This design comes from an exercise in tuning for small area, a short achievable clock period and few clock cycles per item on the open sky130 flow, not from production work.
For this run, only the layout was checked, not whether the RTL still works.

**design/flow/config.mk**
```make
export PLATFORM = sky130hd
export DESIGN_NAME = kgroup_dot
export DESIGN_NICKNAME = kgroup_dot
export VERILOG_FILES = /design/flow/design.v
export SDC_FILE = /design/flow/constraint.sdc
export NUM_CORES = 4
export LEC_CHECK = 0
export CAP_MARGIN = 20
export CORE_MARGIN = 2
export CORE_UTILIZATION = 40
export PLACE_DENSITY = 0.6
export SLEW_MARGIN = 20
```
**design/flow/constraint.sdc**
```tcl
create_clock -name core_clock -period 14.0 [get_ports {clk}]
set_input_delay 2.8000 -clock core_clock [delete_from_list [all_inputs] [get_ports {clk}]]
set_output_delay 2.8000 -clock core_clock [all_outputs]
set_load 0.01 [all_outputs]
```
**design/flow/design.v**
```verilog
module kgroup_dot (
    input  wire        clk,
    input  wire        rst,
    input  wire        in_valid,
    output wire        in_ready,
    input  wire [15:0] in_a,
    input  wire [15:0] in_b,
    input  wire        in_a_fp16,
    input  wire        in_b_fp16,
    input  wire        in_narrow,
    output reg         out_valid,
    output reg  [31:0] out_result
);
    localparam [2:0] S_FILL  = 3'd0;
    localparam [2:0] S_SUM   = 3'd1;
    localparam [2:0] S_NORM  = 3'd2;
    localparam [2:0] S_SHIFT = 3'd3;
    localparam [2:0] S_ROUND = 3'd4;
    reg  [2:0] state;
    reg  [4:0] cnt;
    reg        a_fp16, b_fp16, narrow;
    wire       cur_a_fp16 = (cnt == 5'd0) ? in_a_fp16 : a_fp16;
    wire       cur_b_fp16 = (cnt == 5'd0) ? in_b_fp16 : b_fp16;
    assign in_ready = (state == S_FILL);
    wire accept = in_valid && in_ready;
    reg        a_sign, a_nan, a_inf, a_zero;
    reg [10:0] a_sig;
    reg signed [9:0] a_exp;
    reg        b_sign, b_nan, b_inf, b_zero;
    reg [10:0] b_sig;
    reg signed [9:0] b_exp;
    always @* begin
        a_sign = in_a[15];
        if (cur_a_fp16) begin
            a_nan  = (in_a[14:10] == 5'h1f) && (in_a[9:0] != 10'd0);
            a_inf  = (in_a[14:10] == 5'h1f) && (in_a[9:0] == 10'd0);
            a_sig  = {(in_a[14:10] != 5'd0), in_a[9:0]};
            a_exp  = (in_a[14:10] != 5'd0) ? $signed({5'd0, in_a[14:10]}) - 10'sd25 : -10'sd24;
        end else begin
            a_nan  = (in_a[14:7] == 8'hff) && (in_a[6:0] != 7'd0);
            a_inf  = (in_a[14:7] == 8'hff) && (in_a[6:0] == 7'd0);
            a_sig  = {(in_a[14:7] != 8'd0), in_a[6:0], 3'b000};
            a_exp  = (in_a[14:7] != 8'd0) ? $signed({2'd0, in_a[14:7]}) - 10'sd137 : -10'sd136;
        end
        a_zero = !a_nan && !a_inf && (a_sig == 11'd0);
        b_sign = in_b[15];
        if (cur_b_fp16) begin
            b_nan  = (in_b[14:10] == 5'h1f) && (in_b[9:0] != 10'd0);
            b_inf  = (in_b[14:10] == 5'h1f) && (in_b[9:0] == 10'd0);
            b_sig  = {(in_b[14:10] != 5'd0), in_b[9:0]};
            b_exp  = (in_b[14:10] != 5'd0) ? $signed({5'd0, in_b[14:10]}) - 10'sd25 : -10'sd24;
        end else begin
            b_nan  = (in_b[14:7] == 8'hff) && (in_b[6:0] != 7'd0);
            b_inf  = (in_b[14:7] == 8'hff) && (in_b[6:0] == 7'd0);
            b_sig  = {(in_b[14:7] != 8'd0), in_b[6:0], 3'b000};
            b_exp  = (in_b[14:7] != 8'd0) ? $signed({2'd0, in_b[14:7]}) - 10'sd137 : -10'sd136;
        end
        b_zero = !b_nan && !b_inf && (b_sig == 11'd0);
    end
    wire [21:0]       p_sig  = a_sig * b_sig;
    wire signed [9:0] p_exp  = a_exp + b_exp;
    wire              p_sign = a_sign ^ b_sign;
    wire              p_nan  = a_nan || b_nan || (a_inf && b_zero) || (b_inf && a_zero);
    wire              p_inf  = !p_nan && (a_inf || b_inf);
    wire              p_nz   = !p_nan && !p_inf && (p_sig != 22'd0);
    wire              p_zero = !p_nan && !p_inf && (p_sig == 22'd0);
    reg [4:0] p_msb;
    integer k;
    always @* begin
        p_msb = 5'd0;
        for (k = 0; k < 22; k = k + 1)
            if (p_sig[k]) p_msb = k[4:0];
    end
    wire signed [10:0] p_log2 = $signed({p_exp[9], p_exp}) + $signed({6'd0, p_msb});
    reg        any_nan, any_pinf, any_ninf, any_nz, all_negzero;
    reg signed [10:0] emax;
    reg [33:0] prod [0:31];             
    reg signed [55:0] acc;
    reg        sticky;
    wire [33:0]        cur     = prod[cnt];
    wire               cur_nz  = cur[33];
    wire               cur_neg = cur[32];
    wire signed [9:0]  cur_exp = cur[31:22];
    wire [21:0]        cur_sig = cur[21:0];
    wire signed [11:0] rsh_full = $signed({emax[10], emax}) - $signed({{2{cur_exp[9]}}, cur_exp});
    wire [6:0]         rsh = (rsh_full > 12'sd127) ? 7'd127 : rsh_full[6:0];
    wire [69:0]        scaled = {cur_sig, 48'd0};
    wire [69:0]        q_full = scaled >> rsh;
    wire               lost = ((q_full << rsh) != scaled);
    wire [48:0]        q = q_full[48:0];
    wire        t_neg = acc[55];
    wire [55:0] t_mag = t_neg ? -acc : acc;
    reg [5:0] t_msb;
    integer j;
    always @* begin
        t_msb = 6'd0;
        for (j = 0; j < 56; j = j + 1)
            if (t_mag[j]) t_msb = j[5:0];
    end
    reg        n_neg, n_zero;
    reg [55:0] n_mag;
    reg [5:0]  n_msb;
    reg signed [12:0] lsb, e_val, q_exp, r;
    reg [5:0]  rs;
    reg [55:0] sh_kept;
    reg        sh_guard, sh_rest;
    always @* begin
        lsb   = $signed({{2{emax[10]}}, emax}) - 13'sd48;
        e_val = lsb + $signed({7'd0, n_msb});
        if (narrow)
            q_exp = (e_val - 13'sd7 > -13'sd133) ? e_val - 13'sd7 : -13'sd133;
        else
            q_exp = (e_val - 13'sd23 > -13'sd149) ? e_val - 13'sd23 : -13'sd149;
        r = q_exp - lsb;
        if (r <= 13'sd0) begin
            rs       = 6'd0;
            sh_kept  = n_mag << (-r);
            sh_guard = 1'b0;
            sh_rest  = 1'b0;
        end else begin
            rs       = (r > 13'sd56) ? 6'd56 : r[5:0];
            sh_kept  = n_mag >> rs;
            sh_guard = n_mag[rs - 6'd1];
            sh_rest  = ((n_mag & ((56'd1 << (rs - 6'd1)) - 56'd1)) != 56'd0);
        end
    end
    reg [25:0] k_kept;
    reg        k_guard, k_rest;
    reg [9:0]  k_field;            
    wire        up   = k_guard && (k_rest || sticky || k_kept[0]);
    wire [35:0] bits = {10'd0, k_kept} + {35'd0, up}
                     + (narrow ? {19'd0, k_field, 7'd0} : {3'd0, k_field, 23'd0});
    wire [35:0] lim  = narrow ? 36'h0_0000_7f80 : 36'h0_7f80_0000;
    reg [31:0] rnd_result;
    always @* begin
        if (any_nan || (any_pinf && any_ninf))
            rnd_result = narrow ? 32'h0000_7fc0 : 32'h7fc0_0000;
        else if (any_pinf)
            rnd_result = narrow ? 32'h0000_7f80 : 32'h7f80_0000;
        else if (any_ninf)
            rnd_result = narrow ? 32'h0000_ff80 : 32'hff80_0000;
        else if (!any_nz)
            rnd_result = all_negzero ? (narrow ? 32'h0000_8000 : 32'h8000_0000) : 32'd0;
        else if (n_zero)
            rnd_result = 32'd0;
        else if (bits >= lim)
            rnd_result = narrow ? {16'd0, n_neg, 15'h7f80} : {n_neg, 31'h7f80_0000};
        else
            rnd_result = narrow ? {16'd0, n_neg, bits[14:0]} : {n_neg, bits[30:0]};
    end
    always @(posedge clk) begin
        if (rst) begin
            state     <= S_FILL;
            cnt       <= 5'd0;
            out_valid <= 1'b0;
        end else begin
            out_valid <= 1'b0;
            case (state)
                S_FILL: if (accept) begin
                    if (cnt == 5'd0) begin
                        a_fp16      <= in_a_fp16;
                        b_fp16      <= in_b_fp16;
                        narrow      <= in_narrow;
                        any_nan     <= p_nan;
                        any_pinf    <= p_inf && !p_sign;
                        any_ninf    <= p_inf && p_sign;
                        any_nz      <= p_nz;
                        all_negzero <= p_zero && p_sign;
                        emax        <= p_log2;
                    end else begin
                        any_nan     <= any_nan  || p_nan;
                        any_pinf    <= any_pinf || (p_inf && !p_sign);
                        any_ninf    <= any_ninf || (p_inf && p_sign);
                        any_nz      <= any_nz   || p_nz;
                        all_negzero <= all_negzero && p_zero && p_sign;
                        if (p_nz && (!any_nz || p_log2 > emax))
                            emax <= p_log2;
                    end
                    prod[cnt] <= {p_nz, p_sign, p_exp, p_sig};
                    cnt <= cnt + 5'd1;
                    if (cnt == 5'd31) begin
                        state  <= S_SUM;
                        acc    <= 56'sd0;
                        sticky <= 1'b0;
                    end
                end
                S_SUM: begin
                    if (cur_nz) begin
                        acc    <= cur_neg ? acc - $signed({7'd0, q}) : acc + $signed({7'd0, q});
                        sticky <= sticky || lost;
                    end
                    cnt <= cnt + 5'd1;
                    if (cnt == 5'd31)
                        state <= S_NORM;
                end
                S_NORM: begin
                    n_neg  <= t_neg;
                    n_zero <= (acc == 56'sd0);
                    n_mag  <= t_mag;
                    n_msb  <= t_msb;
                    state  <= S_SHIFT;
                end
                S_SHIFT: begin
                    k_kept  <= sh_kept[25:0];
                    k_guard <= sh_guard;
                    k_rest  <= sh_rest;
                    k_field <= narrow ? q_exp[9:0] + 10'd133 : q_exp[9:0] + 10'd149;
                    state   <= S_ROUND;
                end
                default: begin
                    out_valid  <= 1'b1;
                    out_result <= rnd_result;
                    state      <= S_FILL;
                end
            endcase
        end
    end
endmodule
```
**design/flow/run.sh**
```bash
#!/bin/bash
# synth_recipe.tcl (not shown) runs the flow's synth.tcl, then flattens the netlist and writes it again
# the make line also repeats each setting of config.mk as NAME=value (left out here)
make -C /OpenROAD-flow-scripts/flow DESIGN_CONFIG=/design/flow/config.mk WORK_HOME=/design/flow/orfs CLKGATE_MAP_FILE= SYNTH_SCRIPT=/design/flow/synth_recipe.tcl finish
```
==> results.tsv <==
stage	metric	value	unit
run_status	status	complete, no violations	
global_routing	gr usage total	28.61	%
place	dpl ws	0.2539	ns
final_layout	NumNets Final	7576	
sta	Max-Slew Margin vs Limit	18.66	%
worst_setup_path	Crit. End Element	flop	
final_layout	fin util	45.61	%
drt	vias per cell	6.357	
die	Die Y	451.9	µm
die	Die X	451.9	µm
place	hpwl dp	210400	µm
sta	Setup TNS	0	ns
synth	Async S/R FF share, synth	0	%
synth	Yosys reg bits	1312	
drt	WL/cell	29.92	µm
clock_tree	Clock Latency Late Sink	0.84	ns
clock_tree	CTS tree	done	
synth	Seq/Total Area, Yosys	48.93	%
synth	Primary FF master, synth	edfxtp_1	
die	Initial Utilization	40.23	%
drt	iteration count of the initial detailed-routing pass	8	
worst_setup_path	required time worst endpoint	14.53	ns
place	Placed Area	86330	µm²
drt	antenna-violating nets left	0	
clock_tree	clock transition at the registers of the reported paths	0.06	ns
final_layout	Fill cells	18267	
final_layout	commonest non-fill, non-tap cells in the layout	1298 x edfxtp_1, 577 x nand2_1, 542 x nor2_1	
worst_setup_path	worst r2r dst	acc[52]	
clock_tree	CTS Hold Buffers Added	0	
sta	unrepaired setup endpoints after global routing	no	
worst_setup_path	WP buf/inv	6	
drt	initial detailed-routing violation count	8189	
worst_setup_path	Register-to-Register Setup Slack	1.04	ns
sta	PnR worst setup slack	1.040	ns
synth	Mapped Cells	6987	
sta	Max Freq	77.16	MHz
worst_setup_path	Critical Path Sink	acc[52]	
final_layout	Final Instance Area	90980	µm²
global_routing	GRT Residual Overflow	0	
synth	Avg Cell Area, Syn	11.48	µm²
global_routing	initial antenna violation count	7	
clock_tree	Post-CTS Resized	0	
clock_tree	H-tree levels	4	
sta	min cycle time layout	12.96	ns
synth	Synth area leaders	edfxtp_1 49%, mux4_2 6.2%, mux2i_1 5.7%	
worst_setup_path	Worst setup SP type	flop	
die	number of top-level pins	72	
synth	cell area after synthesis	80240	µm²
die	Core Region	199500	µm²
global_routing	first-pass GRT wire length	430400	µm
sta	Final Cycle Share	92.57	%
synth	syn nets	7348	
sta	Clock Skew	0.07891	ns
global_routing	vias in the first global route	60777	
worst_setup_path	cell repeated most along the worst path	buf_4	
clock_tree	CTS Buf Count	142	
drt	via count	63481	
sta	Max Transition Viols Final	0	
synth	post-synth top area share	48.58	%
drt	# DRC	0	
sta	Slew @ Worst Pin	1.212	ns
final_layout	P&R area growth vs syn	13.39	%
sta	final hold viol count	0	
min_path	worst hold path class	reg2reg	
worst_setup_path	r2r worst-path depth	42	
synth	Synthesis Warnings	1	
worst_setup_path	Stages on worst setup path	42	
synth	Yosys top cell by area	edfxtp_1	
worst_setup_path	largest fanout on the critical path	43	
synth	Post-synth EDFFs	1298	
drt	WL final	298800	µm
clock_tree	Root Driver	clkbuf_16	
flow_run	max-cap viol count	0	
final_layout	most common cell after layout, fill and taps aside	edfxtp_1	
place	gpl congestion	1.008	
final_layout	layout cells sized above 1	14.85	%
die	die area	204200	µm²
synth	Yosys cell types	125	
worst_setup_path	CP arrival	13.49	ns
clock_tree	total number of clock tree sinks	1312	
clock_tree	clock buffer depth	3	
die	row count	164	
worst_setup_path	CP top delay family	compound AO/OA/AOI/OAI gates	
worst_setup_path	crit path kind	reg2reg	
sta	Setup Viol. Count Final	0	
clock_tree	post-CTS setup buffers	0	
worst_setup_path	Critical Path Slowest Stage Cell	dfxtp_4	
place	IO buf count	71	
worst_setup_path	Worst path max stage delay	0.94	ns
global_routing	pin count of the biggest net entering global routing	108	
[how the worst min path moves through the flow]
| stage | from | endpoint | slack (ns) | cells after the start |
|---|---|---|---|---|
| final | acc[0] | n_mag[0] | 0.55 | 0 |
| after global routing | acc[0] | n_mag[0] | 0.57 | 0 |
| after CTS | acc[0] | n_mag[0] | 0.54 | 0 |
| after detailed placement | acc[0] | n_mag[0] | 0.54 | 0 |
| after global placement | acc[0] | n_mag[0] | 0.54 | 0 |
| after floorplan | acc[55] | n_neg | 0.42 | 0 |
[kinds of logic after synthesis]
logic type	share of synthesized area, %
multiplexers	12.36
flip-flops	48.93
AO/OA/AOI/OAI	14.35
XOR/XNOR	3.081
adder cells (fa/ha/maj)	5.842
buffers and inverters	3.449
AND/OR/NAND/NOR	11.99
[sequential cells by signal, summed over array words and instances (netlist names), 3 cells and up, named ones only]
name and flops:
acc 56, cnt 5, emax 11, k_field 10
k_kept 26, n_mag 56, n_msb 6, out_result 32
prod 1088, state 3
[layer usage]
metal,up-vias,GRT usage (%),wire length (µm)
met3,745,5.633,27820
met5,-,0,34
met4,4,12.37,14810
li1,27427,-,-
met2,3553,43.70,132500
met1,31752,39.60,123600
[stage by stage]
stage,std cells,hold slack (ns)
floorplan,6987,0.4244
global placement,9724,0.5380
detailed placement,9725,0.5445
CTS,9982,0.5428
global route,9985,0.5710
finish,9986,0.5491
[synth_stat cells (24+ instances only)]
master	number
buf_2	82
buf_4	29
mux4_2	221
a21o_1	68
inv_1	242
xor2_1	83
nor4_1	66
o21ai_0	288
o211ai_1	54
clkbuf_1	236
o21bai_1	34
a32oi_1	24
or3_1	33
nor2b_1	47
o31ai_1	50
xnor2_1	193
fa_1	86
a21oi_1	353
nand3_1	225
o22ai_1	76
a211oi_1	100
a22o_1	33
a22oi_1	125
mux2_2	31
mux2i_1	457
a31oi_1	62
nand2_1	580
a221oi_1	43
o21a_1	27
nor2_1	587
and2_1	52
nor3_1	160
buf_1	51
edfxtp_1	1298
nand2b_1	39
a21boi_0	30
ha_1	237
and3_1	49
a311oi_1	25
nand4_1	53
or2_2	25
[final cells by class]
| type | instances | area [µm²] | area share, % |
|---|---|---|---|
| inverters | 247 | 927.1 | 1.019 |
| well taps | 2656 | 3323 | 3.653 |
| repair buffers | 494 | 3965 | 4.358 |
| clock buffers | 175 | 3677 | 4.042 |
| clock inverters | 82 | 924.6 | 1.016 |
| diodes | 2 | 5.005 | 0.005501 |
| multi-input cells | 5018 | 38880 | 42.74 |
| flip-flops and latches | 1312 | 39270 | 43.17 |

==> re-timing with driven ports <==
Ports are ideal in the flow. The routed layout listed here was re-timed in OpenROAD.
Step 1 (the two cells are an assumption about what drives the block):
set clk [get_ports {clk}]
set_driving_cell -lib_cell sky130_fd_sc_hd__clkbuf_16 $clk
set_driving_cell -lib_cell sky130_fd_sc_hd__buf_2 [delete_from_list [all_inputs] $clk]
Step 2 moves the port delays by t, midway between the first and last clock arrival at a register: inputs arrive t later, outputs are due t later. That takes back most of the time a late clock gives input paths.
Three values: ideal ports, drivers, drivers and shift; two values: the first two.
t, ns: 0.897
slack for setup (ns): 1.040 / 1.040 / 0.479
worst setup path at the end: input to register
After both steps this run still meets setup and hold. The setup slack of this run moves by 0.000 ns with the drivers and by -0.561 ns with both steps.
